This is an optimization exercise on Yosys and OpenROAD, whose aim is small area, a short achievable clock period and few clock cycles, not a production implementation.
Function was checked by simulation only, so behaviour that the tests miss may differ from the original.

===== design/flow/flow/run.sh =====
#!/bin/bash
# Standard ORFS layout, with the ports buffered by the smallest buffer
# instead of the default choice. make's output goes to make.log here; ORFS
# keeps each step's log under orfs/logs.
set -euo pipefail
bash standard.sh "BUFFER_PORTS_ARGS=-buffer_cell sky130_fd_sc_hd__buf_1" finish > make.log 2>&1

===== design/flow/standard.sh =====
#!/bin/bash
# synth_recipe.tcl (not shown) runs the flow's synth.tcl, then flattens the netlist and writes it again
# the make line also repeats each setting of config.mk as NAME=value (left out here)
make -C /OpenROAD-flow-scripts/flow DESIGN_CONFIG=/design/flow/config.mk WORK_HOME=/design/flow/orfs CLKGATE_MAP_FILE= SYNTH_SCRIPT=/design/flow/synth_recipe.tcl "${@:-finish}"

===== design/flow/config.mk =====
export PLATFORM = sky130hd
export DESIGN_NAME = sha256_core
export DESIGN_NICKNAME = sha256_core
export VERILOG_FILES = /design/flow/design.v
export SDC_FILE = /design/flow/constraint.sdc
export NUM_CORES = 4
export LEC_CHECK = 0
export ABC_AREA = 1
export CAP_MARGIN = 20
export CORE_MARGIN = 2
export CORE_UTILIZATION = 40
export CTS_BUF_LIST = sky130_fd_sc_hd__clkbuf_8
export SETUP_SLACK_MARGIN = 5
export SLEW_MARGIN = 20

===== design/flow/constraint.sdc =====
create_clock -name core_clock -period 10.0 [get_ports {clk}]
set_input_delay 2.0000 -clock core_clock [delete_from_list [all_inputs] [get_ports {clk}]]
set_output_delay 2.0000 -clock core_clock [all_outputs]
set_load 0.01 [all_outputs]

===== design/flow/design.v =====
module sha256_core (
    input  wire         clk,
    input  wire         rst,         
    input  wire         msg_valid,
    output wire         msg_ready,
    input  wire         msg_first,
    input  wire [31:0]  msg_word,
    output reg          done,
    output wire [255:0] digest
);
    localparam [255:0] IV = {32'h6a09e667, 32'hbb67ae85, 32'h3c6ef372, 32'ha54ff53a,
                             32'h510e527f, 32'h9b05688c, 32'h1f83d9ab, 32'h5be0cd19};
    reg  [3:0]  wcnt;     
    reg         wfull;    
    reg         pend;     
    reg         fin;      
    reg  [5:0]  rnd;      
    reg         ivsel;    
    reg  [31:0] w [0:15];
    reg  [31:0] a, b, c, d, e, f, g, h;
    reg  [31:0] h0, h1, h2, h3, h4, h5, h6, h7;
    assign msg_ready = ~wfull;
    assign digest    = {h0, h1, h2, h3, h4, h5, h6, h7};
    wire accept = msg_valid & ~wfull;
    wire go     = pend | wfull;              
    wire ld_iv  = accept & (wcnt == 4'd0) & msg_first;
    wire ff     = fin | (wfull & (rnd[5:2] == 4'hf) & (rnd[1:0] != 2'd0));
    function [31:0] rotr(input [31:0] x, input integer n);
        rotr = (x >> n) | (x << (32 - n));
    endfunction
    reg  [31:0] k_t, k_nx;
    wire [5:0]  rnd_nx = rst ? 6'd0 : go ? rnd + 6'd1 : rnd;
    always @(posedge clk)
        k_t <= k_nx;
    always @(*) begin
        case (rnd_nx)
            6'd0:  k_nx = 32'h428a2f98; 6'd1:  k_nx = 32'h71374491;
            6'd2:  k_nx = 32'hb5c0fbcf; 6'd3:  k_nx = 32'he9b5dba5;
            6'd4:  k_nx = 32'h3956c25b; 6'd5:  k_nx = 32'h59f111f1;
            6'd6:  k_nx = 32'h923f82a4; 6'd7:  k_nx = 32'hab1c5ed5;
            6'd8:  k_nx = 32'hd807aa98; 6'd9:  k_nx = 32'h12835b01;
            6'd10: k_nx = 32'h243185be; 6'd11: k_nx = 32'h550c7dc3;
            6'd12: k_nx = 32'h72be5d74; 6'd13: k_nx = 32'h80deb1fe;
            6'd14: k_nx = 32'h9bdc06a7; 6'd15: k_nx = 32'hc19bf174;
            6'd16: k_nx = 32'he49b69c1; 6'd17: k_nx = 32'hefbe4786;
            6'd18: k_nx = 32'h0fc19dc6; 6'd19: k_nx = 32'h240ca1cc;
            6'd20: k_nx = 32'h2de92c6f; 6'd21: k_nx = 32'h4a7484aa;
            6'd22: k_nx = 32'h5cb0a9dc; 6'd23: k_nx = 32'h76f988da;
            6'd24: k_nx = 32'h983e5152; 6'd25: k_nx = 32'ha831c66d;
            6'd26: k_nx = 32'hb00327c8; 6'd27: k_nx = 32'hbf597fc7;
            6'd28: k_nx = 32'hc6e00bf3; 6'd29: k_nx = 32'hd5a79147;
            6'd30: k_nx = 32'h06ca6351; 6'd31: k_nx = 32'h14292967;
            6'd32: k_nx = 32'h27b70a85; 6'd33: k_nx = 32'h2e1b2138;
            6'd34: k_nx = 32'h4d2c6dfc; 6'd35: k_nx = 32'h53380d13;
            6'd36: k_nx = 32'h650a7354; 6'd37: k_nx = 32'h766a0abb;
            6'd38: k_nx = 32'h81c2c92e; 6'd39: k_nx = 32'h92722c85;
            6'd40: k_nx = 32'ha2bfe8a1; 6'd41: k_nx = 32'ha81a664b;
            6'd42: k_nx = 32'hc24b8b70; 6'd43: k_nx = 32'hc76c51a3;
            6'd44: k_nx = 32'hd192e819; 6'd45: k_nx = 32'hd6990624;
            6'd46: k_nx = 32'hf40e3585; 6'd47: k_nx = 32'h106aa070;
            6'd48: k_nx = 32'h19a4c116; 6'd49: k_nx = 32'h1e376c08;
            6'd50: k_nx = 32'h2748774c; 6'd51: k_nx = 32'h34b0bcb5;
            6'd52: k_nx = 32'h391c0cb3; 6'd53: k_nx = 32'h4ed8aa4a;
            6'd54: k_nx = 32'h5b9cca4f; 6'd55: k_nx = 32'h682e6ff3;
            6'd56: k_nx = 32'h748f82ee; 6'd57: k_nx = 32'h78a5636f;
            6'd58: k_nx = 32'h84c87814; 6'd59: k_nx = 32'h8cc70208;
            6'd60: k_nx = 32'h90befffa; 6'd61: k_nx = 32'ha4506ceb;
            6'd62: k_nx = 32'hbef9a3f7; default: k_nx = 32'hc67178f2;
        endcase
    end
    function [63:0] csa(input [31:0] x, input [31:0] y, input [31:0] z);
        csa = {x ^ y ^ z, ((x & y) | (x & z) | (y & z)) << 1};
    endfunction
    wire [31:0] big_s1 = rotr(e, 6) ^ rotr(e, 11) ^ rotr(e, 25);
    wire [31:0] big_s0 = rotr(a, 2) ^ rotr(a, 13) ^ rotr(a, 22);
    wire [31:0] ch     = g ^ (e & (f ^ g));
    wire [31:0] maj    = (a & b) | (c & (a | b));
    wire [63:0] hwk = csa(h, w[15], k_t);
    wire [63:0] u   = csa(hwk[63:32], hwk[31:0], big_s1);
    wire [63:0] x   = csa(ch, big_s0, maj);
    wire [63:0] ea  = csa(u[63:32], u[31:0], ch);
    wire [63:0] eb  = csa(ea[63:32], ea[31:0], d);
    wire [63:0] aa  = csa(u[63:32], u[31:0], x[63:32]);
    wire [63:0] ab  = csa(aa[63:32], aa[31:0], x[31:0]);
    wire [31:0] e_new = eb[63:32] + eb[31:0];
    wire [31:0] a_new = ab[63:32] + ab[31:0];
    wire [31:0] sml_s0 = rotr(w[1], 7)  ^ rotr(w[1], 18)  ^ (w[1] >> 3);
    wire [31:0] sml_s1 = rotr(w[14], 17) ^ rotr(w[14], 19) ^ (w[14] >> 10);
    wire [31:0] w_next = sml_s1 + w[9] + sml_s0 + w[0];
    reg  [31:0] iv_a, iv_e;
    always @(*) begin
        case (rnd[1:0])
            2'd1:    begin iv_a = IV[159:128]; iv_e = IV[31:0];   end
            2'd2:    begin iv_a = IV[191:160]; iv_e = IV[63:32];  end
            2'd3:    begin iv_a = IV[223:192]; iv_e = IV[95:64];  end
            default: begin iv_a = IV[255:224]; iv_e = IV[127:96]; end
        endcase
    end
    wire [31:0] ff_a = (ivsel ? iv_a : h3) + a;
    wire [31:0] ff_e = (ivsel ? iv_e : h7) + e;
    integer i;
    always @(posedge clk) begin
        if (rst) begin
            wcnt  <= 4'd0;
            wfull <= 1'b0;
            pend  <= 1'b0;
            fin   <= 1'b0;
            rnd   <= 6'd0;
            done  <= 1'b0;
        end else begin
            pend <= accept;
            done <= fin;
            fin  <= wfull & (rnd == 6'd63);
            if (accept) begin
                wcnt <= wcnt + 4'd1;
                if (wcnt == 4'd15)
                    wfull <= 1'b1;
            end
            if (go) begin
                rnd <= rnd + 6'd1;
                if (rnd == 6'd63)
                    wfull <= 1'b0;
            end
        end
    end
    always @(posedge clk) begin
        if (accept && wcnt == 4'd0)
            ivsel <= msg_first;
        if (accept || wfull) begin
            for (i = 0; i < 15; i = i + 1)
                w[i] <= w[i + 1];
            w[15] <= wfull ? w_next : msg_word;
        end
        if (ff) begin
            h0 <= ff_a; h1 <= h0; h2 <= h1; h3 <= h2;
            h4 <= ff_e; h5 <= h4; h6 <= h5; h7 <= h6;
        end
        if (ld_iv) begin
            a <= IV[255:224]; b <= IV[223:192]; c <= IV[191:160]; d <= IV[159:128];
            e <= IV[127:96];  f <= IV[95:64];   g <= IV[63:32];   h <= IV[31:0];
        end else if (fin) begin
            a <= ff_a; b <= h0; c <= h1; d <= h2;
            e <= ff_e; f <= h4; g <= h5; h <= h6;
        end else if (go) begin
            h <= g;
            g <= f;
            f <= e;
            e <= e_new;
            d <= c;
            c <= b;
            b <= a;
            a <= a_new;
        end
    end
endmodule

==> results.toml, run 1 <==
[setup_path]
timing.rr.end = "a[31]"
rr_startpoint = "e[27]"
end_kind = "flip-flop"
r2r_slack_ps = 4930
crit_top_cell = "fa_1"
r2r_cells = 14
crit_path_max_fanout = 8
crit_path_top_delay_cell = "o21ai_0"
required_ps = 10870
critPathKind = "flip-flop to flip-flop"
cp_cell_sequence = "o21ai_0 -> fa_1 -> fa_1 -> fa_1 -> ha_1 -> inv_1 -> o21bai_1 -> a21boi_0 -> nand2_1 -> a21oi_1 -> nand2_1 -> nand3_1 -> nand3_1 -> a21oi_1"
worstSetupStartpointType = "flip-flop"
arrival_ps = 5950
critPathMaxStageDelay_ps = 880

[placement]
placed_area_sq_um = 61700
hpwl_mm = 178
gp_congestion = 1.01
port_buffers = 293

[synthesis]
synth-xor-area-share_pct = 4.65
syn_avg_cell_area_sq_um = 9.67
ys_ff_latch = 1071
synthMuxAreaShare_pct = 0.0192
synthArstFlopShare_pct = 0
synth_nets = 6550
ys_warn_count = 2
synth_compound_area_share_pct = 9.39
synth_edf_count = 769
synth_cells = 6055
synthFlopType = "edfxtp_1"
synthAdderAreaFrac_pct = 13.5
yosys.area_share.simple_pct = 15.3
ys_types = 56
ys_seq_area_share_pct = 49.8
synth_top_family_by_area = "simple AND/OR/NAND/NOR gates"
synth_area_sq_um = 58500

[drt]
route.detailed.drc = 0
ant_nets = 0
drtIter0Drc = 5685
vias = 46176
viasPerCell = 5.46
routed_wl_mm = 229
wl_per_cell_um = 27.0
drt_pass1_iterations = 6

[outcome]
status = "finished clean"

[min_path]
hp-class = "flip-flop to flip-flop"
hold_end = "w[6][15]"
hold_path.startpoint = "w[7][15]"
hold_depth = 0

[global_routing]
antenna_found_initial = 9
grt_pass1_vias = 44229
grt_usage_pct = 29.9
grt_pass1_wl_mm = 320
grt.overflow.total = 0
grt_max_degree = 182

[timing]
rsz0062_at_grt = "yes"
fin_crit_ps = 5070
setup_violations = 0
max_slew_margin_pct = 21.2
skew_ps = 54.9
slew_viol_final = 0
period_share_pct = 50.7
tightest_slew_ps = 1180
hold_viol_final = 0
fin_tns_setup_ps = 0
max_clock_freq_mhz = 197

[cts]
numCtsBuffers = 182
clkSlewWorstSetupHoldPaths_ps = 60
cts_tree = "yes"
cts-hold-fix-buffers = 0
cts.root.buffer_cell = "clkbuf_8"
cts_buffer_depth = 3
cts_max_level = 4
clock_sinks = 1071
clk_latency_ps = 950

[layout]
seqCellArea_sq_um = 29200
syn_to_final_growth_pct = 11.9
drive_gt1_share_pct = 6.76
final_cell_area_sq_um = 65500
fin_util_pct = 45.1
multiInputGateArea_sq_um = 25300
nets = 6862
fill_cells = 14197

[floorplan]
initial_core_util_pct = 40.3
ios = 294
core_area_sq_um = 145000
die_area_sq_um = 149000
rows = 140
die_y_um = 387
die_w_um = 387

[flow_run]
cap_viol_max_count = 0
[area by class of cell]
cell class / instances / share of cell area, %
Antenna cell: 13 / 0.0497
Clock buffer: 198 / 4.16
Clock inverter: 142 / 1.29
Inverter: 913 / 5.24
Multi-Input combinational cell: 3848 / 38.6
Sequential cell: 1071 / 44.6
Tap cell: 1917 / 3.66
Timing Repair Buffer: 351 / 2.43
[synthesized netlist by cell type, types with 61 or more instances]
cell type | n | share of area, %
a21oi_1 | 254 | 2.2
clkbuf_1 | 189 | 1.2
dfxtp_1 | 302 | 10
edfxtp_1 | 769 | 39
fa_1 | 278 | 9.5
ha_1 | 181 | 3.9
inv_1 | 901 | 5.8
nand2_1 | 1262 | 8.1
nand3_1 | 297 | 2.5
nand4_1 | 61 | 0.65
nor2_1 | 380 | 2.4
o2111ai_1 | 64 | 0.96
o211ai_1 | 93 | 1.2
o21ai_0 | 313 | 2.7
xnor2_1 | 143 | 2.1
xor2_1 | 168 | 2.5
[what timing repair did]
| action | 4_1_cts | 5_1_grt |
|---|---|---|
| hold endpoints to repair | 0 | 0 |
| pin swaps | 0 | 7 |
| endpoints found under the setup margin | 29 | 42 |
| gates resized for setup | 33 | 53 |
| setup buffers | 0 | 7 |
[state kept, by name, indices dropped and copies added (netlist names), 32 cells and up]
| name | cells |
|---|---|
| a | 32 |
| b | 32 |
| c | 32 |
| d | 32 |
| e | 32 |
| f | 32 |
| g | 32 |
| h | 32 |
| h0 | 32 |
| h1 | 32 |
| h2 | 32 |
| h3 | 32 |
| h4 | 32 |
| h5 | 32 |
| h6 | 32 |
| h7 | 32 |
| k_t | 32 |
| w | 512 |
[layout by cell type (no fill, tap or decap), drive strengths merged, types with 93 or more instances in the layout]
master     n
o211ai    93
inv      994
fa       278
ha       181
dfxtp    302
edfxtp   769
nor2     391
a21oi    255
nand3    297
buf      351
xnor2    143
o21ai    343
xor2     168
clkbuf   198
nand2   1265
[cells by family (layout without fill, tap and decap cells)]
group | Yosys count | in the layout
compound gates | 922 | 922
xor+xnor | 311 | 311
fa+ha+maj | 465 | 465
buf+inv | 1136 | 1604
flops | 1071 | 1071
mux | 1 | 1
other cells | 0 | 13
simple gates | 2149 | 2149
[worst max-delay path by stage]
stage,startpoint,endpoint,slack (ps),cells past startpoint
after CTS,w[15][2],a[18],4920,20
final,e[27],a[31],4930,14
after detailed placement,e[13],a[18],4530,20
after global placement,e[13],a[18],4460,20
after global routing,e[27],a[31],4880,14
after floorplan,rnd[0],h0[0],780,3
[critical path, delay by kind of cell (launching register included)]
family	cells	cell delay [ps]
AO/OA/AOI/OAI	5	1930
adder cells (fa/ha/maj)	4	1900
AND/OR/NAND/NOR	4	630
flip-flops	1	380
buffers and inverters	1	160
[metrics by stage]
stage	cells	worst slack (ps)	hold slack (ps)
after CTS	8433	4920	393
after floorplan	6055	781	400
after global placement	8093	4460	401
final	8453	4930	401
after global routing	8447	4880	395
after detailed placement	8093	4530	405
[per-layer routing]
| layer | part of all wire (%) | track usage, % | up-vias |
|---|---|---|---|
| li1 | - | - | 20665 |
| met3 | 9.1 | 5.85 | 399 |
| met5 | 0.0052 | 0 | - |
| met1 | 43 | 41.8 | 22722 |
| met4 | 4.5 | 12.9 | 2 |
| met2 | 44 | 45.0 | 2388 |
Testbench counts, summed over its fixed seeds: cycles 24,976.
==> run 2: changes to the inputs <==
==> design/flow/run.sh (new file) <==
#!/bin/bash
# synth_recipe.tcl (not shown) runs the flow's synth.tcl, then flattens the netlist and writes it again
# the make line also repeats each setting of config.mk as NAME=value (left out here)
make -C /OpenROAD-flow-scripts/flow DESIGN_CONFIG=/design/flow/config.mk WORK_HOME=/design/flow/orfs CLKGATE_MAP_FILE= SYNTH_SCRIPT=/design/flow/synth_recipe.tcl finish
--- a/design/flow/config.mk
+++ b/design/flow/config.mk
@@ -10,5 +10,4 @@
 export CORE_MARGIN = 2
 export CORE_UTILIZATION = 40
-export CTS_BUF_LIST = sky130_fd_sc_hd__clkbuf_8
 export SETUP_SLACK_MARGIN = 5
 export SLEW_MARGIN = 20
removed: design/flow/flow/run.sh
removed: design/flow/standard.sh
==> results.toml, run 2 <==
[synthesis]
synth_edf_count = 769
ys_ff_latch = 1071
ys_types = 56
synth_top_cells_by_count = "nand2_1, inv_1, edfxtp_1"
synth_area_sq_um = 58500
synth_top_area_cell = "edfxtp_1"
synthFlopType = "edfxtp_1"
synthArstFlopShare_pct = 0
synth_cells = 6055
synthTopCellsByArea = "edfxtp_1, dfxtp_1, fa_1, nand2_1, inv_1"
synth_top_area_share_pct = 39.5
synth_nets = 6550
synth_most_common_cell = "nand2_1"
syn_avg_cell_area_sq_um = 9.67
ys_seq_area_share_pct = 49.8
ys_warn_count = 2

[timing]
rsz0062_at_grt = "yes"
skew_ps = 44.5
period_share_pct = 49.3
max_slew_margin_pct = 24.0
hold_viol_final = 0
fin_tns_setup_ps = 0
max_clock_freq_mhz = 203
setup_violations = 0
fin_crit_ps = 4930
slew_viol_final = 0
tightest_slew_ps = 1140
fin_hold_ws_ps = 405

[drt]
drtIter0Drc = 5149
wl_per_cell_um = 27.2
viasPerCell = 5.44
vias = 45244
routed_wl_mm = 226
route.detailed.drc = 0
ant_nets = 0
drt_pass1_iterations = 6

[layout]
syn_to_final_growth_pct = 15.5
largest_reg_flops = 512
nets = 6791
final_cell_mix = "nand2_1, inv_1, edfxtp_1"
fill_cells = 13834
final_common_cell = "nand2_1"
antenna_cells = 0
drive_gt1_share_pct = 6.05
instances_no_fill = 8312
top_register = "w"
fin_util_pct = 46.5

[cts]
clkSlewWorstSetupHoldPaths_ps = 60
clock_sinks = 1071
clk_latency_ps = 770
cts_max_level = 3
cts_buffer_depth = 3
numCtsBuffers = 115
cts-hold-fix-buffers = 0
cts.root.buffer_cell = "clkbuf_16"
cts_tree = "yes"

[floorplan]
die_y_um = 387
rows = 140
die_area_sq_um = 149000
initial_core_util_pct = 40.3
core_area_sq_um = 145000
ios = 294
die_w_um = 387

[global_routing]
grt.overflow.total = 0
grt_pass1_vias = 43737
grt_usage_pct = 29.7
grt_pass1_wl_mm = 319
grt_max_degree = 183
antenna_found_initial = 2

[flow_run]
cap_viol_max_count = 0

[setup_path]
arrival_ps = 5540
cp_cell_sequence = "fa_1 -> inv_1 -> fa_2 -> inv_2 -> fa_1 -> inv_1 -> fa_1 -> inv_1 -> ha_2 -> inv_1 -> fa_1 -> inv_2 -> nand3_1 -> nand2_2 -> nand2_2 -> nand2_4 -> nand2_1 -> nand2_2 -> a21oi_1 -> or2_2 -> nand3_2 -> nand3b_1"
critPathMaxStageDelay_ps = 570
end_kind = "flip-flop"
critPathKind = "flip-flop to flip-flop"
crit_path_top_delay_cell = "fa_2"
crit_path_max_fanout = 4
worstSetupStartpointType = "flip-flop"
required_ps = 10610

[placement]
gp_congestion = 1.00
hpwl_mm = 176
port_buffers = 293
dp_cells = 8091

[outcome]
status = "finished clean"

[min_path]
hp-class = "flip-flop to flip-flop"
## run 2: cell counts after synthesis
Identical to the previous run, type by type.
## run 2: layer usage
metal | wire length [um] | global-route usage (%) | up-vias
met5 | 0 | 0 | -
met4 | 8530 | 10.0 | 0
met3 | 17400 | 4.84 | 323
met2 | 102000 | 46.1 | 2074
met1 | 98500 | 42.1 | 22357
li1 | - | - | 20490
## run 2: logic make-up after synthesis
group / share of synthesized area [%]
and+or+nand+nor: 15.3
AOI/OAI and AO/OA: 9.39
adders and majority gates: 13.5
xor gates and xnor gates: 4.65
buffers and inverters: 7.39
DFF: 49.8
muxes: 0.0192
## run 2: cell type report
type,count,area [sq um],area share (%)
Sequential cell,1071,29200,43.2
Tap cell,1917,2400,3.55
Clock buffer,164,3230,4.77
Inverter,913,3440,5.09
Multi-Input combinational cell,3848,25400,37.5
Timing Repair Buffer,347,3390,5.02
Clock inverter,52,553,0.818
## run 2: per-stage QoR
stage / setup slack [ps] / instance area [sq um]
final: 5070 / 67600
after global routing: 4910 / 67600
after CTS: 4900 / 67300
after detailed placement: 4340 / 63500
after global placement: 4320 / 63500
after floorplan: 781 / 58600
## run 2: final timing paths
path	start	endpoint	slack, ps	depth (start not counted)
min reg2reg	w[10][20]	w[9][20]	410	0
max reg2reg	w[15][1]	e[19]	5070	22
min	w[10][20]	w[9][20]	410	0
max	w[15][1]	e[19]	5070	22
## run 2: repair_timing
| item | in CTS | in global routing |
|---|---|---|
| pin swaps | 0 | 5 |
| cloned | 0 | 0 |
| endpoints found under the hold margin | 0 | 0 |
| setup endpoints to repair | 26 | 62 |
| buffers inserted | 0 | 5 |
| gates resized for setup | 31 | 86 |
## run 2: critical path, delay by kind of cell (launching register included)
family | cells | cell delay [ps]
buffers and inverters | 6 | 390
DFF | 1 | 550
adders and majority gates | 6 | 2630
AOI/OAI and AO/OA | 1 | 90
and+or+nand+nor | 9 | 1100
==> run 3: changes to the inputs <==
--- a/design/flow/design.v
+++ b/design/flow/design.v
@@ -69,4 +69,20 @@
         endcase
     end
+    function [31:0] add32(input [31:0] x, input [31:0] y);
+        reg [31:0] gg, pp, p0;
+        integer l, j;
+        begin
+            gg = x & y;
+            pp = x ^ y;
+            p0 = pp;
+            for (l = 0; l < 5; l = l + 1)
+                for (j = 0; j < 32; j = j + 1)
+                    if ((j >> l) & 1) begin
+                        gg[j] = gg[j] | (pp[j] & gg[((j >> l) << l) - 1]);
+                        pp[j] = pp[j] & pp[((j >> l) << l) - 1];
+                    end
+            add32 = p0 ^ {gg[30:0], 1'b0};
+        end
+    endfunction
     function [63:0] csa(input [31:0] x, input [31:0] y, input [31:0] z);
         csa = {x ^ y ^ z, ((x & y) | (x & z) | (y & z)) << 1};
@@ -83,9 +99,11 @@
     wire [63:0] aa  = csa(u[63:32], u[31:0], x[63:32]);
     wire [63:0] ab  = csa(aa[63:32], aa[31:0], x[31:0]);
-    wire [31:0] e_new = eb[63:32] + eb[31:0];
-    wire [31:0] a_new = ab[63:32] + ab[31:0];
+    wire [31:0] e_new = add32(eb[63:32], eb[31:0]);
+    wire [31:0] a_new = add32(ab[63:32], ab[31:0]);
     wire [31:0] sml_s0 = rotr(w[1], 7)  ^ rotr(w[1], 18)  ^ (w[1] >> 3);
     wire [31:0] sml_s1 = rotr(w[14], 17) ^ rotr(w[14], 19) ^ (w[14] >> 10);
-    wire [31:0] w_next = sml_s1 + w[9] + sml_s0 + w[0];
+    wire [63:0] wa     = csa(sml_s1, w[9], sml_s0);
+    wire [63:0] wb     = csa(wa[63:32], wa[31:0], w[0]);
+    wire [31:0] w_next = add32(wb[63:32], wb[31:0]);
     reg  [31:0] iv_a, iv_e;
     always @(*) begin
@@ -97,6 +115,6 @@
         endcase
     end
-    wire [31:0] ff_a = (ivsel ? iv_a : h3) + a;
-    wire [31:0] ff_e = (ivsel ? iv_e : h7) + e;
+    wire [31:0] ff_a = add32(ivsel ? iv_a : h3, a);
+    wire [31:0] ff_e = add32(ivsel ? iv_e : h7, e);
     integer i;
     always @(posedge clk) begin
==> results.toml, run 3 <==
[cts]
clkSlewWorstSetupHoldPaths_ps = 60
clock_sinks = 1071
cts_tree = "yes"
numCtsBuffers = 114
clk_latency_ps = 770
cts-hold-fix-buffers = 0
cts_max_level = 3
cts_buffer_depth = 3
cts.root.buffer_cell = "clkbuf_16"

[setup_path]
required_ps = 10630
crit_path_top_delay_cell = "clkdlybuf4s50_1"
timing.rr.end = "a[17]"
cp_num_cells = 10
critPathKind = "primary input to flip-flop"
arrival_ps = 5540
path_buf_inv = 6
cp_cell_sequence = "clkdlybuf4s50_1 -> inv_1 -> nor2_1 -> inv_1 -> nor3_1 -> nand2_4 -> buf_12 -> inv_1 -> a31o_2 -> inv_1"
r2r_cells = 18
r2r_slack_ps = 5120
cp_top_family = "buffers and inverters"
crit_path_max_fanout = 196
worstSetupStartpointType = "primary input"
crit_top_cell = "inv_1"
rr_startpoint = "a[20]"
end_kind = "flip-flop"
critPathMaxStageDelay_ps = 560

[placement]
dp_cells = 7602
hpwl_mm = 139
port_buffers = 293
gp_congestion = 0.934

[drt]
route.detailed.drc = 0
viasPerCell = 5.27
routed_wl_mm = 187
ant_nets = 0
drtIter0Drc = 4233
drt_pass1_iterations = 6
wl_per_cell_um = 23.9
vias = 41186

[global_routing]
met3_usage_pct = 5.52
grt.overflow.total = 0
grt_pass1_vias = 40130
grt_usage_pct = 25.5
grtUsageMet2_pct = 40.3
grt_max_degree = 197
grt_pass1_wl_mm = 270
use_met1_pct = 34.2
grt.busiest_layer = "met2"
antenna_found_initial = 6

[synthesis]
synthMuxAreaShare_pct = 0
synth_cells = 5618
syn_avg_cell_area_sq_um = 10.1
synthTopCellsByArea = "edfxtp_1, dfxtp_1, fa_1, nand2_1, inv_1"
yosys.area_share.simple_pct = 14.6
ys_types = 54
synth_top_cells_by_count = "nand2_1, inv_1, edfxtp_1"
synth_edf_count = 769
ys_warn_count = 2
synth_top_family_by_area = "simple AND/OR/NAND/NOR gates"
ys_ff_latch = 1071
ys_seq_area_share_pct = 51.5
synth-xor-area-share_pct = 4.50
synthArstFlopShare_pct = 0
synthAdderAreaFrac_pct = 14.5
synth_area_sq_um = 56600
synth_compound_area_share_pct = 7.25
synth_top_area_cell = "edfxtp_1"
synth_most_common_cell = "nand2_1"
synthFlopType = "edfxtp_1"
synth_top_area_share_pct = 40.8
synth_nets = 6130

[min_path]
hold_path.startpoint = "w[13][27]"
hold_end = "w[12][27]"
hp-class = "flip-flop to flip-flop"
hold_depth = 0

[floorplan]
initial_core_util_pct = 40.1
die_w_um = 380
core_area_sq_um = 141000
die_y_um = 380
ios = 294
rows = 138
die_area_sq_um = 145000

[layout]
instances_no_fill = 7821
final_common_cell = "nand2_1"
fin_util_pct = 46.3
top_register = "w"
drive_gt1_share_pct = 5.11
nets = 6341
final_cell_mix = "nand2_1, inv_1, edfxtp_1"
syn_to_final_growth_pct = 15.4
largest_reg_flops = 512

[timing]
fin_tns_setup_ps = 0
rsz0062_at_grt = "yes"
skew_ps = 53.2
fin_crit_ps = 4910
slew_viol_final = 0
period_share_pct = 49.1
tightest_slew_ps = 1230
max_clock_freq_mhz = 204
fin_hold_ws_ps = 393
setup_violations = 0
hold_viol_final = 0
max_slew_margin_pct = 17.7

[outcome]
status = "finished clean"

[flow_run]
cap_viol_max_count = 0
[run 3: cells by family (layout without fill, tap and decap cells)]
group | count (synthesis) | count (layout)
adder cells (fa/ha/maj) | 479 | 479
flip-flops | 1071 | 1071
XOR/XNOR | 291 | 291
other | 0 | 2
buffers and inverters | 1132 | 1443
AO/OA/AOI/OAI | 661 | 661
AND/OR/NAND/NOR | 1984 | 1984
[run 3: area by class of cell]
type,count,area [sq um]
clock inverters,70,860
repair buffers,325,3220
flip-flops and latches,1071,29200
fillers,13216,75700
inverters,902,3400
diodes,2,5.00
well taps,1890,2360
multi-input cells,3415,23300
clock buffers,146,3030
[run 3: worst max-delay path by stage]
stage	startpoint	endpoint
finish	msg_valid	g[9]
global route	a[28]	a[17]
CTS	a[15]	a[17]
detailed placement	rst	k_t[6]
global placement	msg_valid	g[9]
floorplan	rnd[2]	h0[0]
[run 3: stage by stage]
stage               area, sq um  worst slack (ps)
floorplan                 56700              4760
global placement          61300              4590
detailed placement        61300              4560
CTS                       65200              4930
global route              65300              4860
finish                    65300              5090
[run 3: worst register-to-register path, cell delays in order (launching register included)]
cell and delay (ps):
dfxtp_1 460, xnor2_1 490, xor2_1 200, inv_1 70, fa_1 510, inv_1 70
fa_1 530, inv_1 50, fa_1 440, ha_1 330, a21oi_1 200, nand3_2 190
nand2_1 150, nand2_4 120, fa_1 460, xnor2_1 130, o21ai_0 130, o21ai_0 100
a21oi_1 170
[run 3: what timing repair did]
item | 4_1_cts | 5_1_grt
setup buffers | 0 | 1
pin swaps | 0 | 1
setup endpoints to repair | 9 | 20
gates resized for setup | 12 | 39
cloned | 0 | 0
[run 3: metal layers]
metal / share of wire, % / vias to the layer above
li1: - / 18766
met3: 8.7 / 332
met4: 4.3 / 2
met5: 0.0064 / -
met1: 41 / 20314
met2: 46 / 1772
Testbench counts of run 3, summed over its fixed seeds: cycles 24,976.
==> run 4: changes to the inputs <==
==> design/flow/flow/run.sh (new file) <==
#!/bin/bash
set -euo pipefail
bash standard.sh "BUFFER_PORTS_ARGS=-buffer_cell sky130_fd_sc_hd__buf_1" \
    SETUP_SLACK_MARGIN=5.6 finish > make.log 2>&1
==> design/flow/standard.sh (new file) <==
#!/bin/bash
# synth_recipe.tcl (not shown) runs the flow's synth.tcl, then flattens the netlist and writes it again
# the make line also repeats each setting of config.mk as NAME=value (left out here)
make -C /OpenROAD-flow-scripts/flow DESIGN_CONFIG=/design/flow/config.mk WORK_HOME=/design/flow/orfs CLKGATE_MAP_FILE= SYNTH_SCRIPT=/design/flow/synth_recipe.tcl "${@:-finish}"
--- a/design/flow/config.mk
+++ b/design/flow/config.mk
@@ -9,5 +9,6 @@
 export CAP_MARGIN = 20
 export CORE_MARGIN = 2
-export CORE_UTILIZATION = 40
-export SETUP_SLACK_MARGIN = 5
+export CORE_UTILIZATION = 65
+export CTS_CLUSTER_DIAMETER = 80
+export CTS_CLUSTER_SIZE = 20
 export SLEW_MARGIN = 20
removed: design/flow/run.sh
==> results.toml, run 4 <==
[cts]
clock_sinks = 1071
cts_buffer_depth = 3
clkSlewWorstSetupHoldPaths_ps = 100
clk_latency_ps = 700
numCtsBuffers = 68
cts_max_level = 3
cts_tree = "yes"
cts.root.buffer_cell = "clkbuf_16"

[placement]
gp_congestion = 1.02
port_buffers = 293
hpwl_mm = 137
preCtsSetupSlack_ps = 4640

[global_routing]
grt_max_degree = 208
grt.overflow.total = 0
grt_pass1_wl_mm = 279
antenna_found_initial = 4
grt_usage_pct = 43.4
grt_pass1_vias = 42125

[synthesis]
ys_ff_latch = 1071
synthArstFlopShare_pct = 0
synth_top_area_cell = "edfxtp_1"
synth_most_common_cell = "nand2_1"
synth_edf_count = 769
synthFlopType = "edfxtp_1"
ys_warn_count = 2
synth_nets = 6130
syn_avg_cell_area_sq_um = 10.1
synth_top_area_share_pct = 40.8
ys_types = 54
ys_seq_area_share_pct = 51.5
synth_top_cells_by_count = "nand2_1, inv_1, edfxtp_1"
synthTopCellsByArea = "edfxtp_1, dfxtp_1, fa_1, nand2_1, inv_1"
synth_area_sq_um = 56600
synth_cells = 5618

[layout]
multiInputGateArea_sq_um = 24600
seqCellArea_sq_um = 29300
top_register = "w"
final_common_cell = "nand2_1"
fin_util_pct = 72.6
syn_to_final_growth_pct = 10.9
fill_cells = 5877
largest_reg_flops = 512
nets = 6370
drive_gt1_share_pct = 9.24
final_cell_mix = "nand2_1, inv_1, edfxtp_1"

[setup_path]
arrival_ps = 6130
startpoint = "w[1][19]"
r2r_slack_ps = 4280
worstSetupStartpointType = "flip-flop"
end_kind = "flip-flop"
critPathKind = "flip-flop to flip-flop"
crit_path_max_fanout = 3
cp_top_family = "adder cells"
critPathMaxStageDelay_ps = 840
crit_path_top_delay_cell = "fa_2"
rr_startpoint = "w[1][19]"
required_ps = 10410
path_buf_inv = 3
cp_cell_sequence = "buf_4 -> xnor2_4 -> xor2_2 -> inv_1 -> fa_1 -> fa_2 -> ha_2 -> nand3_4 -> nand3_2 -> inv_1 -> fa_1 -> xor2_1 -> o21ai_0"

[drt]
vias = 44578
drtIter0Drc = 6764
viasPerCell = 6.32
wl_per_cell_um = 29.1
ant_nets = 0
route.detailed.drc = 0
routed_wl_mm = 205
drt_pass1_iterations = 11

[timing]
slew_viol_final = 0
fin_tns_setup_ps = 0
setup_violations = 0
max_clock_freq_mhz = 175
rsz0062_at_grt = "yes"
fin_crit_ps = 5720
skew_ps = 30.7
tightest_slew_ps = 1270
fin_ws_ps = 4280
max_slew_margin_pct = 15.2
period_share_pct = 57.2
hold_viol_final = 0

[flow_run]
cap_viol_max_count = 0

[floorplan]
core_area_sq_um = 86500
die_area_sq_um = 89500
initial_core_util_pct = 65.5
die_w_um = 299
ios = 294
rows = 108
die_y_um = 299

[min_path]
hp-class = "flip-flop to flip-flop"
hold_path.startpoint = "w[2][11]"

[outcome]
status = "finished clean"
## run 4: cell counts after synthesis
Identical to the previous run, type by type.
## run 4: routing by layer
layer,up-vias,GRT usage [%],wire length (um)
met5,-,0,27
met4,4,34.8,21400
met3,1016,9.97,24900
met2,3528,66.4,90800
met1,21269,53.3,68400
li1,18761,-,-
## run 4: final cells by class
class	instances	area share [%]
multi-input cells	3415	39.1
clock buffers	91	2.93
repair buffers	400	3.26
inverters	902	5.43
clock inverters	17	0.343
well taps	1155	2.30
diodes	3	0.0120
flip-flops and latches	1071	46.6
## run 4: through the flow
| stage | hold slack, ps | instance area (sq um) | cells |
|---|---|---|---|
| finish | 413 | 62800 | 7054 |
| global route | 425 | 62800 | 7051 |
| CTS | 418 | 61300 | 7012 |
| detailed placement | 405 | 58600 | 6870 |
| global placement | 400 | 58600 | 6870 |
| floorplan | 400 | 56700 | 5618 |
## run 4: kinds of logic (layout without fill, tap and decap cells)
group                      Yosys count  in the layout  synth area share [%]
xor gates and xnor gates           291            291                  4.50
other                                0              3                     0
AOI/OAI and AO/OA                  661            661                  7.25
buffers and inverters             1132           1410                  7.69
DFF                               1071           1071                  51.5
and+or+nand+nor                   1984           1984                  14.6
adders and majority gates          479            479                  14.5
## run 4: worst paths after layout
check	to	cells after the start
min reg2reg	w[1][11]	0
max reg2reg	w[15][5]	13
min	w[1][11]	0
max	w[15][5]	13
## run 4: timing repair
| action | 4_1_cts | 5_1_grt |
|---|---|---|
| setup buffers | 34 | 38 |
| hold buffers | 0 | 0 |
| gates cloned | 0 | 1 |
| pin swaps | 12 | 61 |
| setup endpoints to repair | 307 | 77 |
| resized for setup | 148 | 259 |
==> run 5: changes to the inputs <==
--- a/design/flow/config.mk
+++ b/design/flow/config.mk
@@ -9,5 +9,5 @@
 export CAP_MARGIN = 20
 export CORE_MARGIN = 2
-export CORE_UTILIZATION = 65
+export CORE_UTILIZATION = 40
 export CTS_CLUSTER_DIAMETER = 80
 export CTS_CLUSTER_SIZE = 20
==> results.toml, run 5 <==
[outcome]
status = "finished clean"

[synthesis]
synthTopCellsByArea = "edfxtp_1, dfxtp_1, fa_1, nand2_1, inv_1"
ys_warn_count = 2
synthFlopType = "edfxtp_1"
synth_nets = 6130
synthArstFlopShare_pct = 0
synth_cells = 5618
synth_area_sq_um = 56600
ys_ff_latch = 1071
synth_top_cells_by_count = "nand2_1, inv_1, edfxtp_1"
syn_avg_cell_area_sq_um = 10.1
ys_seq_area_share_pct = 51.5
synth_top_area_share_pct = 40.8
ys_types = 54
synth_edf_count = 769
synth_most_common_cell = "nand2_1"
synth_top_area_cell = "edfxtp_1"

[layout]
final_cell_area_sq_um = 63700
final_cell_mix = "nand2_1, inv_1, edfxtp_1"
drive_gt1_share_pct = 8.35
top_register = "w"
syn_to_final_growth_pct = 12.6
fin_util_pct = 45.2
final_common_cell = "nand2_1"
instances_no_fill = 7793
largest_reg_flops = 512
nets = 6363

[timing]
period_share_pct = 44.3
setup_violations = 0
fin_hold_ws_ps = 409
hold_viol_final = 0
fin_crit_ps = 4430
max_clock_freq_mhz = 226
rsz0062_at_grt = "yes"
slew_viol_final = 0
max_slew_margin_pct = 20.7
tightest_slew_ps = 1190
fin_ws_ps = 5570
fin_tns_setup_ps = 0
skew_ps = 42.2

[drt]
drt_pass1_iterations = 6
wl_per_cell_um = 23.8
viasPerCell = 5.33
route.detailed.drc = 0
vias = 41510
ant_nets = 0
drtIter0Drc = 4586
routed_wl_mm = 186

[floorplan]
die_y_um = 380
die_w_um = 380
rows = 138
core_area_sq_um = 141000
initial_core_util_pct = 40.1
ios = 294
die_area_sq_um = 145000

[setup_path]
crit_path_max_fanout = 4
critPathKind = "flip-flop to flip-flop"
r2r_slack_ps = 5570
path_buf_inv = 2
crit_path_top_delay_cell = "fa_1"
arrival_ps = 5080
cp_cell_sequence = "fa_1 -> fa_1 -> inv_2 -> fa_1 -> inv_1 -> fa_1 -> ha_4 -> nand2_4 -> nand2_4 -> nand2_1 -> nand2_1 -> a21oi_2 -> nand2_4 -> fa_2 -> xnor2_1 -> o21ai_1 -> o21ai_1 -> a21oi_1"
cp_top_family = "adder cells"
required_ps = 10650
crit_top_cell = "fa_1"
worstSetupStartpointType = "flip-flop"
end_kind = "flip-flop"
critPathMaxStageDelay_ps = 600

[placement]
hpwl_mm = 138
preCtsSetupSlack_ps = 4120
port_buffers = 293
placed_area_sq_um = 59500
dp_cells = 7605
gp_congestion = 0.975

[cts]
cts_max_level = 3
cts_buffer_depth = 3
clkSlewWorstSetupHoldPaths_ps = 90
numCtsBuffers = 76
clk_latency_ps = 730
cts_tree = "yes"
cts.root.buffer_cell = "clkbuf_16"
clock_sinks = 1071
cts-hold-fix-buffers = 0

[global_routing]
grt_pass1_wl_mm = 265
grt_pass1_vias = 39091
grt_max_degree = 194
antenna_found_initial = 7
grt_usage_pct = 25.1
grt.overflow.total = 0

[flow_run]
cap_viol_max_count = 0

[min_path]
hp-class = "flip-flop to flip-flop"
run 5: cell counts after synthesis:
No cell type changed its count.
run 5: path summary, 6_finish.rpt:
path	depth (start not counted)	end	startpoint
max	18	a[17]	w[15][12]
min	0	w[9][10]	w[10][10]
max reg2reg	18	a[17]	w[15][12]
min reg2reg	0	w[9][10]	w[10][10]
run 5: kinds of logic after synthesis:
group,after synthesis,share of synthesized area [%]
simple gates,1984,14.6
fa+ha+maj,479,14.5
xor+xnor,291,4.50
compound gates,661,7.25
buf+inv,1132,7.69
flops,1071,51.5
run 5: metal layers:
metal  vias up  GRT usage, %  wire [um]
met5         -             0         11
met4         2          9.46       7610
met3       298          4.27      16000
met2      1826          39.1      84900
met1     20613          35.0      77300
li1      18771             -          -
run 5: final cells by class:
cell class | instances | area [sq um]
sequential | 1071 | 29300
tap | 1890 | 2360
timing repair buffer | 385 | 1940
fill | 13427 | 77300
clock buffer | 98 | 2050
inverter | 902 | 3400
multi-input combinational | 3415 | 24200
antenna | 1 | 2.50
clock inverter | 31 | 498
run 5: timing repair:
action | 4_1_cts | 5_1_grt
gates resized for setup | 194 | 148
gates cloned | 1 | 0
endpoints found under the setup margin | 239 | 93
pin swaps | 43 | 41
buffers inserted | 30 | 27
==> run 6: changes to the inputs <==
--- a/design/flow/config.mk
+++ b/design/flow/config.mk
@@ -9,5 +9,5 @@
 export CAP_MARGIN = 20
 export CORE_MARGIN = 2
-export CORE_UTILIZATION = 40
+export CORE_UTILIZATION = 30
 export CTS_CLUSTER_DIAMETER = 80
 export CTS_CLUSTER_SIZE = 20
==> results.toml, run 6 <==
[setup_path]
cp_cell_sequence = "inv_1 -> o21ai_0 -> o21ai_0 -> fa_1 -> fa_1 -> inv_1 -> fa_1 -> ha_4 -> nand2_1 -> nor2_4 -> nand2_1 -> nor2_1 -> nand2_4 -> nand2_2 -> nand2_2 -> nand2_1 -> nand2_1 -> nand3_2 -> nand3b_1"
crit_top_cell = "nand2_1"
critPathKind = "flip-flop to flip-flop"
crit_path_max_fanout = 5
end_kind = "flip-flop"
worstSetupStartpointType = "flip-flop"
critPathMaxStageDelay_ps = 600
required_ps = 10590
arrival_ps = 5090
crit_path_top_delay_cell = "fa_1"

[global_routing]
antenna_found_initial = 4
grt_usage_pct = 20.0
grt_max_degree = 186
grt_pass1_wl_mm = 279
grt.overflow.total = 0
grt_pass1_vias = 39999

[cts]
clk_latency_ps = 760
clkSlewWorstSetupHoldPaths_ps = 80
numCtsBuffers = 77
cts_buffer_depth = 3
cts-hold-fix-buffers = 0
cts.root.buffer_cell = "clkbuf_16"
cts_max_level = 3
clock_sinks = 1071
cts_tree = "yes"

[timing]
max_clock_freq_mhz = 222
fin_ws_ps = 5500
fin_crit_ps = 4500
rsz0062_at_grt = "yes"
slew_viol_final = 0
fin_hold_ws_ps = 389
period_share_pct = 45.0
skew_ps = 65.3
hold_viol_final = 0
fin_tns_setup_ps = 0
setup_violations = 0
tightest_slew_ps = 1280
max_slew_margin_pct = 14.4

[synthesis]
synth_most_common_cell = "nand2_1"
synthTopCellsByArea = "edfxtp_1, dfxtp_1, fa_1, nand2_1, inv_1"
synthArstFlopShare_pct = 0
synth_top_area_cell = "edfxtp_1"
ys_warn_count = 2
synthFlopType = "edfxtp_1"
synth_edf_count = 769
synth_top_area_share_pct = 40.8
ys_seq_area_share_pct = 51.5
syn_avg_cell_area_sq_um = 10.1
synth_area_sq_um = 56600
synth_cells = 5618
ys_ff_latch = 1071
synth_top_cells_by_count = "nand2_1, inv_1, edfxtp_1"
synth_nets = 6130
ys_types = 54

[drt]
ant_nets = 0
routed_wl_mm = 198
drt_pass1_iterations = 6
wl_per_cell_um = 23.5
viasPerCell = 4.90
route.detailed.drc = 0
drtIter0Drc = 3862
vias = 41205

[floorplan]
rows = 159
core_area_sq_um = 188000
ios = 294
die_w_um = 438
die_y_um = 438
initial_core_util_pct = 30.2
die_area_sq_um = 192000

[layout]
fill_cells = 18769
drive_gt1_share_pct = 9.57
final_common_cell = "nand2_1"
instances_no_fill = 8401
largest_reg_flops = 512
multiInputGateArea_sq_um = 24500
top_register = "w"
syn_to_final_growth_pct = 14.4
seqCellArea_sq_um = 29300
nets = 6361
final_cell_mix = "nand2_1, inv_1, edfxtp_1"

[flow_run]
cap_viol_max_count = 0

[placement]
gp_congestion = 0.904
preCtsSetupSlack_ps = 4280
dp_cells = 8209
hpwl_mm = 147
port_buffers = 293

[outcome]
status = "finished clean"

[min_path]
hp-class = "flip-flop to flip-flop"
[run 6: cell types whose count changed in the layout (fill, tap and decap cells not counted), moves of 12 or more]
| cell | previous run | this run |
|---|---|---|
| nand2_2 | 27 | 46 |
| nand2_1 | 1257 | 1224 |
| nand2_4 | 11 | 25 |
| buf_4 | 76 | 64 |
| inv_1 | 871 | 857 |
| inv_2 | 25 | 39 |
| nand3_1 | 321 | 309 |
[run 6: area by class of cell]
class | instances | area share [%]
Antenna cell | 3 | 0.0116
Clock buffer | 101 | 3.26
Clock inverter | 32 | 0.578
Inverter | 902 | 5.25
Multi-Input combinational cell | 3415 | 37.9
Sequential cell | 1071 | 45.2
Tap cell | 2495 | 4.82
Timing Repair Buffer | 382 | 3.01
[run 6: worst max-delay path: cells and delay by family, from the launching register on]
kind | cells | cell delay (ps)
adder cells (fa/ha/maj) | 4 | 1940
AND/OR/NAND/NOR | 11 | 1260
flip-flops | 1 | 540
AO/OA/AOI/OAI | 2 | 410
buffers and inverters | 2 | 200
[run 6: through the flow]
step | util, % | instance area [sq um]
global route | 34.5 | 64700
floorplan | - | 56700
finish | 34.5 | 64700
CTS | 33.8 | 63500
detailed placement | 32.1 | 60200
global placement | 32.1 | 60200
[run 6: cells by family after synthesis]
group           Yosys count  share of synthesized area, %
buf+inv                1132                          7.69
flops                  1071                          51.5
fa+ha+maj               479                          14.5
simple gates           1984                          14.6
compound gates          661                          7.25
xor+xnor                291                          4.50
[run 6: repair_timing]
item / CTS / global route
setup buffers: 28 / 26
cloned: 0 / 2
pin swaps: 40 / 96
setup endpoints to repair: 123 / 71
gates resized for setup: 182 / 254
[run 6: layer usage]
metal | part of all wire, % | global-route usage [%] | up-vias
met3 | 5.5 | 2.45 | 393
met2 | 48 | 33.3 | 1480
li1 | - | - | 18782
met5 | 0.0061 | 0 | -
met1 | 39 | 24.8 | 20548
met4 | 7.1 | 12.1 | 2
[run 6: path summary, 6_finish.rpt]
path / end / slack, ps / cells after the start / from
hold / removal: w[2][1] / 390 / 0 / w[3][1]
hold reg to reg: w[2][1] / 390 / 0 / w[3][1]
setup / recovery: a[29] / 5500 / 19 / a[19]
setup reg to reg: a[29] / 5500 / 19 / a[19]
==> run 7: changes to the inputs <==
==> design/flow/flow/run.sh (replaced) <==
#!/bin/bash
set -euo pipefail
bash standard.sh "BUFFER_PORTS_ARGS=-buffer_cell sky130_fd_sc_hd__buf_1" \
    SETUP_SLACK_MARGIN=6 finish > make.log 2>&1
--- a/design/flow/config.mk
+++ b/design/flow/config.mk
@@ -9,5 +9,5 @@
 export CAP_MARGIN = 20
 export CORE_MARGIN = 2
-export CORE_UTILIZATION = 30
+export CORE_UTILIZATION = 40
 export CTS_CLUSTER_DIAMETER = 80
 export CTS_CLUSTER_SIZE = 20
==> results.toml, run 7 <==
[layout]
fin_util_pct = 46.4
syn_to_final_growth_pct = 15.6
seqCellArea_sq_um = 29300
largest_reg_flops = 512
final_cell_mix = "nand2_1, inv_1, edfxtp_1"
multiInputGateArea_sq_um = 25300
final_common_cell = "nand2_1"
drive_gt1_share_pct = 12.5
top_register = "w"
nets = 6411
fill_cells = 13228

[placement]
preCtsSetupSlack_ps = 4120
gp_congestion = 0.975
hpwl_mm = 138
port_buffers = 293

[global_routing]
grt.busiest_layer = "met2"
grt.overflow.total = 0
grtUsageMet2_pct = 39.4
met3_usage_pct = 4.46
grt_pass1_wl_mm = 268
grt_usage_pct = 25.4
antenna_found_initial = 8
grt_pass1_vias = 39581
grt_max_degree = 194
use_met1_pct = 35.2

[setup_path]
rr_startpoint = "w[15][15]"
startpoint = "w[15][15]"
required_ps = 10600
critPathKind = "flip-flop to flip-flop"
r2r_slack_ps = 5560
crit_path_max_fanout = 5
arrival_ps = 5040
worstSetupStartpointType = "flip-flop"
crit_end = "e[16]"
r2r_cells = 14
end_kind = "flip-flop"
timing.rr.end = "e[16]"

[drt]
drtIter0Drc = 4826
route.detailed.drc = 0
ant_nets = 0
wl_per_cell_um = 24.1
vias = 41825
drt_pass1_iterations = 6
routed_wl_mm = 189
viasPerCell = 5.33

[floorplan]
initial_core_util_pct = 40.1
ios = 294
core_area_sq_um = 141000
die_y_um = 380
die_w_um = 380
rows = 138
die_area_sq_um = 145000

[min_path]
hp-class = "flip-flop to flip-flop"

[cts]
cts_tree = "yes"
cts.root.buffer_cell = "clkbuf_16"
clock_sinks = 1071
cts_max_level = 3
clkSlewWorstSetupHoldPaths_ps = 90
cts_buffer_depth = 3
cts-hold-fix-buffers = 0
clk_latency_ps = 720
numCtsBuffers = 76

[synthesis]
synthFlopType = "edfxtp_1"
ys_warn_count = 2
synth_cells = 5618
syn_avg_cell_area_sq_um = 10.1
synth_most_common_cell = "nand2_1"
synthArstFlopShare_pct = 0
synthTopCellsByArea = "edfxtp_1, dfxtp_1, fa_1, nand2_1, inv_1"
synth_top_area_share_pct = 40.8
ys_types = 54
synth_edf_count = 769
synth_top_area_cell = "edfxtp_1"
ys_seq_area_share_pct = 51.5
ys_ff_latch = 1071
synth_area_sq_um = 56600
synth_nets = 6130
synth_top_cells_by_count = "nand2_1, inv_1, edfxtp_1"

[timing]
max_clock_freq_mhz = 225
hold_viol_final = 0
tightest_slew_ps = 1090
rsz0062_at_grt = "yes"
period_share_pct = 44.4
fin_crit_ps = 4440
skew_ps = 40.4
fin_ws_ps = 5560
setup_violations = 0
max_slew_margin_pct = 27.5
slew_viol_final = 0
fin_tns_setup_ps = 0

[outcome]
status = "finished clean"

[flow_run]
cap_viol_max_count = 0
## run 7: cell counts after synthesis
No cell type changed its count.
## run 7: metal layers
layer / routed length [um] / vias to the layer above
li1: - / 18885
met1: 78600 / 20801
met2: 86100 / 1794
met3: 15700 / 341
met4: 8630 / 4
met5: 27 / -
## run 7: worst min path at each step
stage / depth (start not counted) / slack (ps) / to / start
after CTS: 0 / 410 / w[9][10] / w[10][10]
after global routing: 0 / 420 / w[1][24] / w[2][24]
after global placement: 0 / 400 / w[7][16] / w[8][16]
after detailed placement: 0 / 400 / w[10][0] / w[11][0]
final: 0 / 410 / w[9][10] / w[10][10]
after floorplan: 0 / 400 / w[10][0] / w[11][0]
## run 7: timing repair
| action | CTS | global route |
|---|---|---|
| setup buffers | 57 | 43 |
| gates resized for setup | 351 | 281 |
| pin swaps | 99 | 114 |
| cloned | 4 | 1 |
| setup endpoints to repair | 331 | 108 |
## run 7: through the flow
stage,cell area [sq um],instances,hold slack [ps]
6_report,65400,7841,411
5_1_grt,65400,7841,423
3_3_place_gp,59500,7605,400
2_1_floorplan,56700,5618,400
4_1_cts,63800,7795,410
3_5_place_dp,59500,7605,405
## run 7: cell families (layout without fill, tap and decap cells)
kind of cell	after synthesis	count (layout)	share of synthesized area, %
compound gates	661	661	7.25
xor+xnor	291	291	4.50
fa+ha+maj	479	479	14.5
buf+inv	1132	1463	7.69
flops	1071	1071	51.5
other cells	0	1	0
simple gates	1984	1985	14.6
## run 7: cell type report
cell class              instances  area share, %
well taps                    1890           3.61
clock buffers                  98           3.13
diodes                          1        0.00382
clock inverters                31          0.761
repair buffers                432           3.80
multi-input cells            3416           38.7
flip-flops and latches       1071           44.8
inverters                     902           5.20
## run 7: critical path, cell delays in order, from the launching register on
cell and delay, ps:
edfxtp_1 530, fa_1 590, fa_1 430, inv_2 130, fa_1 440, fa_1 490, inv_1 40, ha_2 310
a21oi_1 190, nand2_2 90, nor2_4 120, nand2_4 80, fa_2 520, nand2_1 60, a311oi_1 280
==> run 8: changes to the inputs <==
--- a/design/flow/design.v
+++ b/design/flow/design.v
@@ -17,4 +17,8 @@
     reg  [5:0]  rnd;      
     reg         ivsel;    
+    reg         ok;       
+    reg         rpl;      
+    reg  [1:0]  rpc;      
+    reg         rp;       
     reg  [31:0] w [0:15];
     reg  [31:0] a, b, c, d, e, f, g, h;
@@ -23,12 +27,16 @@
     assign digest    = {h0, h1, h2, h3, h4, h5, h6, h7};
     wire accept = msg_valid & ~wfull;
-    wire go     = pend | wfull;              
-    wire ld_iv  = accept & (wcnt == 4'd0) & msg_first;
-    wire ff     = fin | (wfull & (rnd[5:2] == 4'hf) & (rnd[1:0] != 2'd0));
+    wire go     = (pend | wfull) & ~rpl;     
+    wire rp_end = rpl & (rpc == 2'd3);
+    wire ld_iv  = (accept & (wcnt == 4'd0) & msg_first) | (rp_end & ivsel);
+    wire ld_h   = fin | rpl;                 
+    wire ff     = ld_h | (go & (rnd[5:2] == 4'hf) & (rnd[1:0] != 2'd0));
+    wire rot    = (rpl & (rpc == 2'd0)) | (rp & go);    
+    wire ok_nx  = ld_iv | fin | rp_end | (go & ok);
     function [31:0] rotr(input [31:0] x, input integer n);
         rotr = (x >> n) | (x << (32 - n));
     endfunction
     reg  [31:0] k_t, k_nx;
-    wire [5:0]  rnd_nx = rst ? 6'd0 : go ? rnd + 6'd1 : rnd;
+    wire [5:0]  rnd_nx = (rst | rpl) ? 6'd0 : go ? rnd + 6'd1 : rnd;
     always @(posedge clk)
         k_t <= k_nx;
@@ -115,6 +123,6 @@
         endcase
     end
-    wire [31:0] ff_a = add32(ivsel ? iv_a : h3, a);
-    wire [31:0] ff_e = add32(ivsel ? iv_e : h7, e);
+    wire [31:0] ff_a = add32((ivsel & ~rpl) ? iv_a : h3, rpl ? 32'd0 : a);
+    wire [31:0] ff_e = add32((ivsel & ~rpl) ? iv_e : h7, rpl ? 32'd0 : e);
     integer i;
     always @(posedge clk) begin
@@ -126,15 +134,32 @@
             rnd   <= 6'd0;
             done  <= 1'b0;
+            ok    <= 1'b0;
+            rpl   <= 1'b0;
+            rpc   <= 2'd0;
+            rp    <= 1'b0;
         end else begin
             pend <= accept;
             done <= fin;
-            fin  <= wfull & (rnd == 6'd63);
+            fin  <= go & wfull & (rnd == 6'd63);
+            ok   <= ok_nx;
+            rnd  <= rnd_nx;
             if (accept) begin
                 wcnt <= wcnt + 4'd1;
-                if (wcnt == 4'd15)
+                if (wcnt == 4'd15) begin
                     wfull <= 1'b1;
+                    if (!ok_nx)
+                        rpl <= 1'b1;
+                end
+            end
+            if (rpl) begin
+                rpc <= rpc + 2'd1;
+                if (rpc == 2'd3) begin
+                    rpl <= 1'b0;
+                    rp  <= 1'b1;
+                end
             end
             if (go) begin
-                rnd <= rnd + 6'd1;
+                if (rnd == 6'd14)
+                    rp <= 1'b0;
                 if (rnd == 6'd63)
                     wfull <= 1'b0;
@@ -145,8 +170,8 @@
         if (accept && wcnt == 4'd0)
             ivsel <= msg_first;
-        if (accept || wfull) begin
+        if (accept || (wfull && !rpl) || rot) begin
             for (i = 0; i < 15; i = i + 1)
                 w[i] <= w[i + 1];
-            w[15] <= wfull ? w_next : msg_word;
+            w[15] <= rot ? w[0] : wfull ? w_next : msg_word;
         end
         if (ff) begin
@@ -157,8 +182,8 @@
             a <= IV[255:224]; b <= IV[223:192]; c <= IV[191:160]; d <= IV[159:128];
             e <= IV[127:96];  f <= IV[95:64];   g <= IV[63:32];   h <= IV[31:0];
-        end else if (fin) begin
+        end else if (ld_h) begin
             a <= ff_a; b <= h0; c <= h1; d <= h2;
             e <= ff_e; f <= h4; g <= h5; h <= h6;
-        end else if (go) begin
+        end else begin
             h <= g;
             g <= f;
==> design/flow/flow/run.sh (replaced) <==
#!/bin/bash
set -euo pipefail
bash standard.sh "BUFFER_PORTS_ARGS=-buffer_cell sky130_fd_sc_hd__buf_1" \
    SETUP_SLACK_MARGIN=5.6 finish > make.log 2>&1
==> results.toml, run 8 <==
[outcome]
status = "finished clean"

[synthesis]
synth_top_cells_by_count = "nand2_1, edfxtp_1, inv_1"
syn_avg_cell_area_sq_um = 10.4
synth_most_common_cell = "nand2_1"
synthArstFlopShare_pct = 0
synth_nets = 5818
synth_area_sq_um = 55100
synth_cells = 5310
ys_seq_area_share_pct = 53.1
synth_top_area_share_pct = 41.9
synthFlopType = "edfxtp_1"
ys_ff_latch = 1076
ys_warn_count = 2
synth_edf_count = 769
synthTopCellsByArea = "edfxtp_1, dfxtp_1, fa_1, nand2_1, inv_1"
synth_top_area_cell = "edfxtp_1"
ys_types = 55

[timing]
setup_violations = 0
fin_hold_ws_ps = 403
max_slew_margin_pct = 27.5
max_clock_freq_mhz = 222
slew_viol_final = 0
skew_ps = 42.9
fin_ws_ps = 5500
fin_tns_setup_ps = 0
fin_crit_ps = 4500
hold_viol_final = 0
tightest_slew_ps = 1090
rsz0062_at_grt = "yes"
period_share_pct = 45.0

[min_path]
hp-class = "flip-flop to flip-flop"

[layout]
final_cell_mix = "nand2_1, edfxtp_1, inv_1"
largest_reg_flops = 512
fin_util_pct = 45.4
syn_to_final_growth_pct = 12.9
final_cell_area_sq_um = 62200
top_register = "w"
instances_no_fill = 7420
drive_gt1_share_pct = 8.63
fill_cells = 12896
nets = 6076
final_common_cell = "nand2_1"

[setup_path]
crit_path_top_delay_cell = "fa_2"
critPathMaxStageDelay_ps = 630
cp_cell_sequence = "fa_1 -> fa_2 -> buf_6 -> fa_1 -> fa_2 -> ha_4 -> a21oi_4 -> o21ai_2 -> a21oi_2 -> nand2_4 -> fa_2 -> nand2_1 -> a21oi_1"
crit_top_cell = "fa_2"
required_ps = 10650
arrival_ps = 5150
critPathKind = "flip-flop to flip-flop"
worstSetupStartpointType = "flip-flop"
crit_path_max_fanout = 3
end_kind = "flip-flop"

[placement]
placed_area_sq_um = 58100
preCtsSetupSlack_ps = 4180
port_buffers = 293
hpwl_mm = 134
dp_cells = 7239
gp_congestion = 0.961

[cts]
cts_buffer_depth = 3
cts-hold-fix-buffers = 0
cts_tree = "yes"
clkSlewWorstSetupHoldPaths_ps = 100
cts_max_level = 3
clk_latency_ps = 730
cts.root.buffer_cell = "clkbuf_16"
numCtsBuffers = 76
clock_sinks = 1076

[drt]
viasPerCell = 5.29
route.detailed.drc = 0
drtIter0Drc = 4074
wl_per_cell_um = 24.1
vias = 39227
ant_nets = 0
drt_pass1_iterations = 8
routed_wl_mm = 179

[global_routing]
grt_usage_pct = 24.8
grt.overflow.total = 0
grt_pass1_wl_mm = 255
antenna_found_initial = 6
grt_max_degree = 172
grt_pass1_vias = 37920

[floorplan]
die_area_sq_um = 141000
die_w_um = 375
core_area_sq_um = 137000
rows = 136
die_y_um = 375
ios = 294
initial_core_util_pct = 40.2

[flow_run]
cap_viol_max_count = 0
## run 8: changes by cell type in the layout (fill, tap and decap cells not counted), moves of 31 or more
cell,change
nand3_1,+92
nand3_2,-52
o21ai_0,-59
o2111ai_1,-79
a211oi_1,+35
nand2_1,-129
buf_4,-39
nand3b_1,-31
nor2_1,+132
a21oi_1,+89
inv_1,-163
## run 8: what timing repair did
action / in CTS / in global routing
setup endpoints to repair: 579 / 296
gates cloned: 1 / 4
pin swaps: 21 / 50
resized for setup: 138 / 183
buffers inserted: 11 / 29
## run 8: worst paths after layout
path,slack (ps),start,cells after the start,to
worst max-delay path,5500,w[15][9],13,e[16]
worst min-delay path,400,w[11][19],0,w[10][19]
worst max register to register,5500,w[15][9],13,e[16]
worst min register to register,400,w[11][19],0,w[10][19]
## run 8: area by class of cell
cell class / count / area, sq um / share of cell area [%]
Sequential cell: 1076 / 29300 / 47.1
Tap cell: 1794 / 2240 / 3.61
Antenna cell: 4 / 10.0 / 0.0161
Multi-Input combinational cell: 3314 / 23500 / 37.7
Clock buffer: 103 / 2100 / 3.38
Clock inverter: 29 / 469 / 0.754
Inverter: 731 / 2780 / 4.47
Timing Repair Buffer: 369 / 1830 / 2.94
## run 8: worst max-delay path: cells and delay by family, from the launching register on
family / cells / cell delay (ps)
flops: 1 / 560
simple gates: 2 / 180
compound gates: 4 / 640
buf+inv: 1 / 110
fa+ha+maj: 6 / 2960
## run 8: cells by family after synthesis
logic type	after synthesis	share of synthesized area, %
simple gates	1923	14.5
flops	1076	53.1
buf+inv	923	6.38
compound gates	611	6.50
fa+ha+maj	490	15.1
xor+xnor	286	4.55
mux	1	0.0182
## run 8: routing by layer
layer / GRT usage (%) / up-vias / routed length, um
met1: 34.0 / 19387 / 74500
met4: 8.88 / 0 / 7150
met3: 4.83 / 283 / 15400
li1: - / 17877 / -
met2: 39.2 / 1680 / 81700
met5: 0 / - / 0
Testbench counts of run 8, summed over its fixed seeds: cycles 24,976.

[port drivers added, routing unchanged]
Ports are ideal in the flow. The routed layouts listed here were re-timed in OpenROAD.
Step 1 sets driving cells, clkbuf_16 on the clock port and buf_2 on the other inputs (assumed; they add their load-dependent delay and slew).
Step 2 moves the port delays by t, midway between the first and last clock arrival at a register: inputs arrive t later, outputs are due t later. That takes back most of the time a late clock gives input paths.
Three values: ideal ports, drivers, drivers and shift; two values: the first two.
| run | shift t [ns] | setup WS [ns] | hold WS [ns] | slew at the worst register clock pin (ns) | worst slew at a driven data input, ns |
|---|---|---|---|---|---|
| run 1 | 1.000 | 4.927 / 4.927 / 4.619 | 0.401 / 0.401 / 0.401 | 0.07 / 0.07 | 0.04 |
| run 2 | 0.830 | 5.075 / 5.075 / 4.318 | 0.405 / 0.405 / 0.405 | 0.07 / 0.07 | 0.05 |
| run 3 | 0.826 | 5.094 / 5.046 / 4.220 | 0.393 / 0.393 / 0.393 | 0.07 / 0.07 | 0.12 |
| run 4 | 0.755 | 4.277 / 4.277 / 4.277 | 0.413 / 0.413 / 0.413 | 0.10 / 0.10 | 0.09 |
| run 5 | 0.784 | 5.566 / 5.566 / 4.860 | 0.409 / 0.409 / 0.409 | 0.09 / 0.09 | 0.12 |
| run 6 | 0.807 | 5.502 / 5.502 / 4.874 | 0.389 / 0.389 / 0.389 | 0.09 / 0.09 | 0.04 |
| run 7 | 0.782 | 5.558 / 5.558 / 5.250 | 0.411 / 0.411 / 0.411 | 0.09 / 0.09 | 0.13 |
| run 8 | 0.792 | 5.498 / 5.498 / 5.094 | 0.403 / 0.403 / 0.403 | 0.10 / 0.10 | 0.17 |
After both steps every run listed still meets setup and hold. For run 3, which loses most, drivers alone change the setup slack by -0.048 ns; drivers and shift together by -0.874 ns.
